From an optimization exercise on the open Yosys and OpenROAD flow, aimed at small area, a short achievable clock period and few clock cycles per item; shortcuts taken in it are not production practice.
At most, simulation tests tie the RTL to the original design; equivalence was not proved.

## aes_cell
module aes_cell (
    input  wire         clk,
    input  wire         rst,           
    input  wire         in_valid,
    output wire         in_ready,
    input  wire         in_decrypt,    
    input  wire         in_key256,     
    input  wire [255:0] in_key,
    input  wire [127:0] in_block,
    output reg          out_valid,
    output reg  [127:0] out_block
);
export LEC_CHECK = 0
export CAP_MARGIN = 20
export CORE_MARGIN = 2
export CORE_UTILIZATION = 55
export PLACE_DENSITY = 0.75
export SLEW_MARGIN = 20
create_clock -name core_clock -period 12.0 [get_ports {clk}]
standard.sh (not shown) runs the stock make flow with config.mk's settings and CLKGATE_MAP_FILE= SYNTH_SCRIPT=/design/flow/synth_recipe.tcl, a recipe that flattens the netlist after the stock synthesis.
==> flow/flow/run.sh <==
#!/bin/bash
# Own layout flow: the standard ORFS flow, except that
#  - synthesis maps the combinational logic with the ABC script in
#    flow/abc.script instead of ORFS's, and
#  - repair_timing aims for the setup margin in flow/margin.txt (ns below the
#    12 ns clock), so that the design is sized for a shorter achieved period.
# The clock period, SDC and everything else are the standard flow's.
set -euo pipefail
W=$PWD
MARGIN=$(cat "$W/flow/margin.txt")
cat > "$W/own_synth.tcl" <<EOF2
proc abc {args} {
  set i [lsearch -exact \$args -script]
  if {\$i >= 0} { set args [lreplace \$args [expr {\$i + 1}] [expr {\$i + 1}] $W/flow/abc.script] }
  puts "own_synth: abc with \$args"
  yosys abc {*}\$args
}
source $W/synth_recipe.tcl
EOF2
sed "s#SYNTH_SCRIPT=[^ ]*#SYNTH_SCRIPT=$W/own_synth.tcl#" standard.sh > own_standard.sh
grep -q "own_synth.tcl" own_standard.sh
bash own_standard.sh SETUP_SLACK_MARGIN=$MARGIN finish > "$W/flow_make.log" 2>&1
==> flow/flow/abc.script <==
strash
dch
map -a
==> flow/flow/margin.txt <==
8.0
Testbench counts at the start, summed over its fixed seeds: cycles 48,720, items 3,200.
Change:
==> flow/flow/run.sh (replaced) <==
#!/bin/bash
# Own layout flow: the standard ORFS flow (standard.sh), except that
#  - synthesis maps the combinational logic with the ABC script in
#    flow/abc.script instead of ORFS's (registers are mapped before ABC, as
#    in the standard synthesis), and
#  - the ORFS make variables in flow/make_args.txt (one per line) are added:
#    a setup margin for repair_timing, so the design is sized for a shorter
#    achieved period than the 12 ns clock, and the buffer cell for the port
#    buffers.
# The clock period, SDC and everything else are the standard flow's.
set -euo pipefail
W=$PWD
cat > "$W/own_synth.tcl" <<EOF2
proc abc {args} {
  set i [lsearch -exact \$args -script]
  if {\$i >= 0} { set args [lreplace \$args [expr {\$i + 1}] [expr {\$i + 1}] $W/flow/abc.script] }
  puts "own_synth: abc with \$args"
  yosys abc {*}\$args
}
source $W/synth_recipe.tcl
EOF2
sed "s#SYNTH_SCRIPT=[^ ]*#SYNTH_SCRIPT=$W/own_synth.tcl#" standard.sh > own_standard.sh
grep -q "own_synth.tcl" own_standard.sh
ARGS=()
while IFS= read -r line; do
  [[ -n "$line" && "$line" != \#* ]] && ARGS+=("$line")
done < "$W/flow/make_args.txt"
bash own_standard.sh "${ARGS[@]}" finish > "$W/flow_make.log" 2>&1
==> flow/flow/make_args.txt (new file) <==
SETUP_SLACK_MARGIN=8.0
BUFFER_PORTS_ARGS=-buffer_cell sky130_fd_sc_hd__buf_1
--- a/flow/config.mk
+++ b/flow/config.mk
@@ -8,5 +8,5 @@
 export CAP_MARGIN = 20
 export CORE_MARGIN = 2
-export CORE_UTILIZATION = 55
-export PLACE_DENSITY = 0.75
+export CORE_UTILIZATION = 25
+export PLACE_DENSITY = 0.35
 export SLEW_MARGIN = 20
removed: flow/flow/margin.txt
Effect: The new run completed without violations. Die area climbs by well over a third. Flip-flop and latch count does not change. Global-route usage decreases by 23 points. Design area is higher by a few percent.
Change:
==> flow/flow/run.sh (replaced) <==
#!/bin/bash
# Own layout flow: the standard ORFS flow, except that
#  - synthesis maps the combinational logic with the ABC script in
#    flow/abc.script instead of ORFS's, and
#  - repair_timing aims for the setup margin in flow/margin.txt (ns below the
#    12 ns clock), so that the design is sized for a shorter achieved period.
# The clock period, SDC and everything else are the standard flow's.
set -euo pipefail
W=$PWD
MARGIN=$(cat "$W/flow/margin.txt")
cat > "$W/own_synth.tcl" <<EOF2
proc abc {args} {
  set i [lsearch -exact \$args -script]
  if {\$i >= 0} { set args [lreplace \$args [expr {\$i + 1}] [expr {\$i + 1}] $W/flow/abc.script] }
  puts "own_synth: abc with \$args"
  yosys abc {*}\$args
}
source $W/synth_recipe.tcl
EOF2
sed "s#SYNTH_SCRIPT=[^ ]*#SYNTH_SCRIPT=$W/own_synth.tcl#" standard.sh > own_standard.sh
grep -q "own_synth.tcl" own_standard.sh
bash own_standard.sh SETUP_SLACK_MARGIN=$MARGIN finish > "$W/flow_make.log" 2>&1
==> flow/flow/margin.txt (new file) <==
8.0
--- a/flow/config.mk
+++ b/flow/config.mk
@@ -8,5 +8,5 @@
 export CAP_MARGIN = 20
 export CORE_MARGIN = 2
-export CORE_UTILIZATION = 25
-export PLACE_DENSITY = 0.35
+export CORE_UTILIZATION = 40
+export PLACE_DENSITY = 0.6
 export SLEW_MARGIN = 20
removed: flow/flow/make_args.txt
Maximum frequency is higher by 2.6%.
Final cell count is lower by 11%.
Synthesized area is unchanged.
Routed wire length is lower by 14%.
Non-clock buffer count is lower by 99.
Change:
==> flow/flow/abc.script (replaced) <==
strash
dch
map
Effect: The changed run produced a layout that fails on capacitance limit, slew limit; area after synthesis grows by a quarter to a third; critical path depth rises by 2; first-iteration DRC count went up by well over a third; routed wire length came out higher by well over a third; final cell count came out higher by well over a third; non-clock buffer count grows by 206; via count is higher by well over a third; cell area grows by a quarter to a third; utilization went down by 1.2 points.
Change:
==> flow/flow/run.sh (replaced) <==
#!/bin/bash
# Own layout flow: the standard ORFS flow, except that synthesis maps the
# combinational logic with the ABC script in flow/abc.script instead of ORFS's.
# Everything else (registers, flattening, renaming, floorplan, placement,
# CTS, routing) is the standard flow.
set -euo pipefail
W=$PWD
cat > "$W/own_synth.tcl" <<EOF2
proc abc {args} {
  set i [lsearch -exact \$args -script]
  if {\$i >= 0} { set args [lreplace \$args [expr {\$i + 1}] [expr {\$i + 1}] $W/flow/abc.script] }
  puts "own_synth: abc with \$args"
  yosys abc {*}\$args
}
source $W/synth_recipe.tcl
EOF2
sed "s#SYNTH_SCRIPT=[^ ]*#SYNTH_SCRIPT=$W/own_synth.tcl#" standard.sh > own_standard.sh
grep -q "own_synth.tcl" own_standard.sh
bash own_standard.sh > "$W/flow_make.log" 2>&1
==> flow/flow/abc.script (replaced) <==
strash
dch
map -a
--- a/flow/config.mk
+++ b/flow/config.mk
@@ -8,5 +8,5 @@
 export CAP_MARGIN = 20
 export CORE_MARGIN = 2
-export CORE_UTILIZATION = 40
-export PLACE_DENSITY = 0.6
+export CORE_UTILIZATION = 25
+export PLACE_DENSITY = 0.35
 export SLEW_MARGIN = 20
removed: flow/flow/margin.txt
After rerunning: This time the run ran to the end with no violations; flip-flop and latch count is unchanged; routed wire length went down by about 40%; setup slack loses 1.1 ns; global-route usage went down by 28 points; synthesized cell count went down by 38%; die area went up by about 22%; clock skew went down by 0.062 ns.

Another version of the RTL of aes_cell (not shown whole).
Size in the first run: ~400 flip-flops, about 520 I/O pins, about 0.11 mm² of cells after synthesis.
clock: 12.0 ns
lec_check: 0
cap_margin: 20
core_margin: 2
core_utilization: 25
place_density: 0.35
setup_slack_margin: 5
slew_margin: 20
run.sh (not shown) runs the stock make flow with config.mk's settings and CLKGATE_MAP_FILE= SYNTH_SCRIPT=/design/flow/synth_recipe.tcl, a recipe that flattens the netlist after the stock synthesis.
Stock flow here: none of the scripts above is used.
The starting point finished but fails on capacitance limit, slew limit.
Change:
--- a/flow/config.mk
+++ b/flow/config.mk
@@ -6,8 +6,8 @@
 export NUM_CORES = 8
 export LEC_CHECK = 0
+export ABC_AREA = 1
 export CAP_MARGIN = 20
 export CORE_MARGIN = 2
 export CORE_UTILIZATION = 25
 export PLACE_DENSITY = 0.35
-export SETUP_SLACK_MARGIN = 5
 export SLEW_MARGIN = 20
This time the run passed the timing, design-rule and antenna checks.
Utilization went down by 11 points.
Wire length shrinks by 6.6%.
Global-route usage climbs by 0.21 points.
Critical path depth went up by 10.
Cell area went down by 32%.
Worst setup slack gets worse by 1.7 ns.
Fmax is lower by 18%.
Count of clock-buffer cells in the layout rises by 3.
First-iteration DRC count goes down by 0.46%.
No run of this note included a check of the RTL's function; only the layout flow was run.

old:
Another version of the RTL of aes_cell (not shown whole).
Size: roughly 520 I/O pins.
## aes_cell
module aes_cell (
    input  wire         clk,
    input  wire         rst,           
    input  wire         in_valid,
    output wire         in_ready,
    input  wire         in_decrypt,    
    input  wire         in_key256,     
    input  wire [255:0] in_key,
    input  wire [127:0] in_block,
    output reg          out_valid,
    output reg  [127:0] out_block
);
Settings: LEC_CHECK=0, ABC_AREA=1, CAP_MARGIN=20, CORE_MARGIN=2, CORE_UTILIZATION=25, PLACE_DENSITY=0.35, SLEW_MARGIN=20; clock period 12.0 ns.
old completed every stage of the flow, and the final layout passed the timing, design-rule and antenna checks.
diff inputs: old => new
- ABC_AREA: 1 -> unset
==> flow/flow/run.sh (new file) <==
#!/bin/bash
# Own layout flow: the standard ORFS flow, except that synthesis maps the
# combinational logic with the ABC script in flow/abc.script instead of ORFS's.
# Everything else (registers, flattening, renaming, floorplan, placement,
# CTS, routing) is the standard flow.
set -euo pipefail
W=$PWD
cat > "$W/own_synth.tcl" <<EOF2
proc abc {args} {
  set i [lsearch -exact \$args -script]
  if {\$i >= 0} { set args [lreplace \$args [expr {\$i + 1}] [expr {\$i + 1}] $W/flow/abc.script] }
  puts "own_synth: abc with \$args"
  yosys abc {*}\$args
}
source $W/synth_recipe.tcl
EOF2
sed "s#SYNTH_SCRIPT=[^ ]*#SYNTH_SCRIPT=$W/own_synth.tcl#" standard.sh > own_standard.sh
grep -q "own_synth.tcl" own_standard.sh
bash own_standard.sh > "$W/flow_make.log" 2>&1
==> flow/flow/abc.script (new file) <==
strash
dch
map -a
==> flow/standard.sh (new file) <==
#!/bin/bash
# synth_recipe.tcl (not shown) runs the flow's synth.tcl, then flattens the netlist and writes it again
# the make line also repeats each setting of config.mk as NAME=value (left out here)
make -C /OpenROAD-flow-scripts/flow DESIGN_CONFIG=/design/flow/config.mk WORK_HOME=/design/flow/orfs CLKGATE_MAP_FILE= SYNTH_SCRIPT=/design/flow/synth_recipe.tcl "${@:-finish}"
removed: flow/run.sh
Notes after the runs:
- new: done, clean on timing, DRC and antenna
- Of the two values seen for end of the critical path, st[117] was produced by old and st[112] by new.
- Relative to old, the count of cell types in the netlist of new is lower by 24.
- Summary — non-clock buffer count, new relative to old: higher, by 20.
- Delta (new minus old): number of optimization iterations in the first detailed-route pass dropped 3; total routing resource utilization after global routing now sits lower.
- On new: minimum setup slack after placement is 2.41 ns lower than what old gave.
- Compared to old, new has number of cells in the design after placement 8410 lower.
- new -> old: H-tree level count delta 0, exact match
- new -> old: number of sequential cells in the layout delta 0, exact match
- new vs old, combined buffer and inverter count along the critical path went up by 2.
- Diff old -> new | final area | down by more than 10%
Function was not checked in any run of this note: the RTL went through the layout flow alone.

[afterwards: timing with drivers on the ports]
Ports are ideal in the flow. The routed layouts listed here were re-timed in OpenROAD. Step 1 assumes that a clkbuf_16 drives the clock port and a buf_2 every other input. Step 2 adds t to the input delays and takes it off the output delays; t is the mean of the earliest and latest rising clock arrival at the registers after step 1. Input paths then give back, and output paths get back, about the clock's delay inside the block. Slacks: no drivers / after step 1 / after step 2; pairs: no drivers / after step 1.
| run | t, ns | setup WS [ns] | worst setup path at the end | latest minus earliest clock arrival (ns) | worst register clock-pin slew, ns |
|---|---|---|---|---|---|
| the first run of note 1 | 0.966 | 7.868 / 7.868 / 7.101 | input to register | 0.061 / 0.060 | 0.07 / 0.07 |
| the second run of note 1 | 1.062 | 7.804 / 7.804 / 7.029 | input to register | 0.070 / 0.070 | 0.08 / 0.08 |
| the third run of note 1 | 1.003 | 7.909 / 7.908 / 7.082 | input to register | 0.075 / 0.075 | 0.07 / 0.07 |
| the fourth run of note 1 | 1.126 | 7.538 / 7.538 / 6.786 | input to register | 0.138 / 0.138 | 0.08 / 0.08 |
| the fifth run of note 1 | 1.065 | 6.410 / 6.410 / 6.393 | input to register | 0.076 / 0.075 | 0.08 / 0.08 |
| the first run of note 2 | 0.863 | 4.073 / 4.073 / 4.073 | register to register | 0.093 / 0.093 | 0.08 / 0.08 |
| the second run of note 2 | 0.816 | 2.329 / 2.329 / 2.329 | register to register | 0.051 / 0.051 | 0.07 / 0.07 |
| old | 1.016 | 3.770 / 3.770 / 3.770 | register to register | 0.147 / 0.147 | 0.07 / 0.07 |
| new | 0.918 | 1.348 / 1.348 / 1.348 | register to register | 0.054 / 0.055 | 0.07 / 0.07 |
The setup slack of the third run of note 1, which loses most, moves by -0.001 ns with the drivers and by -0.827 ns with both steps.
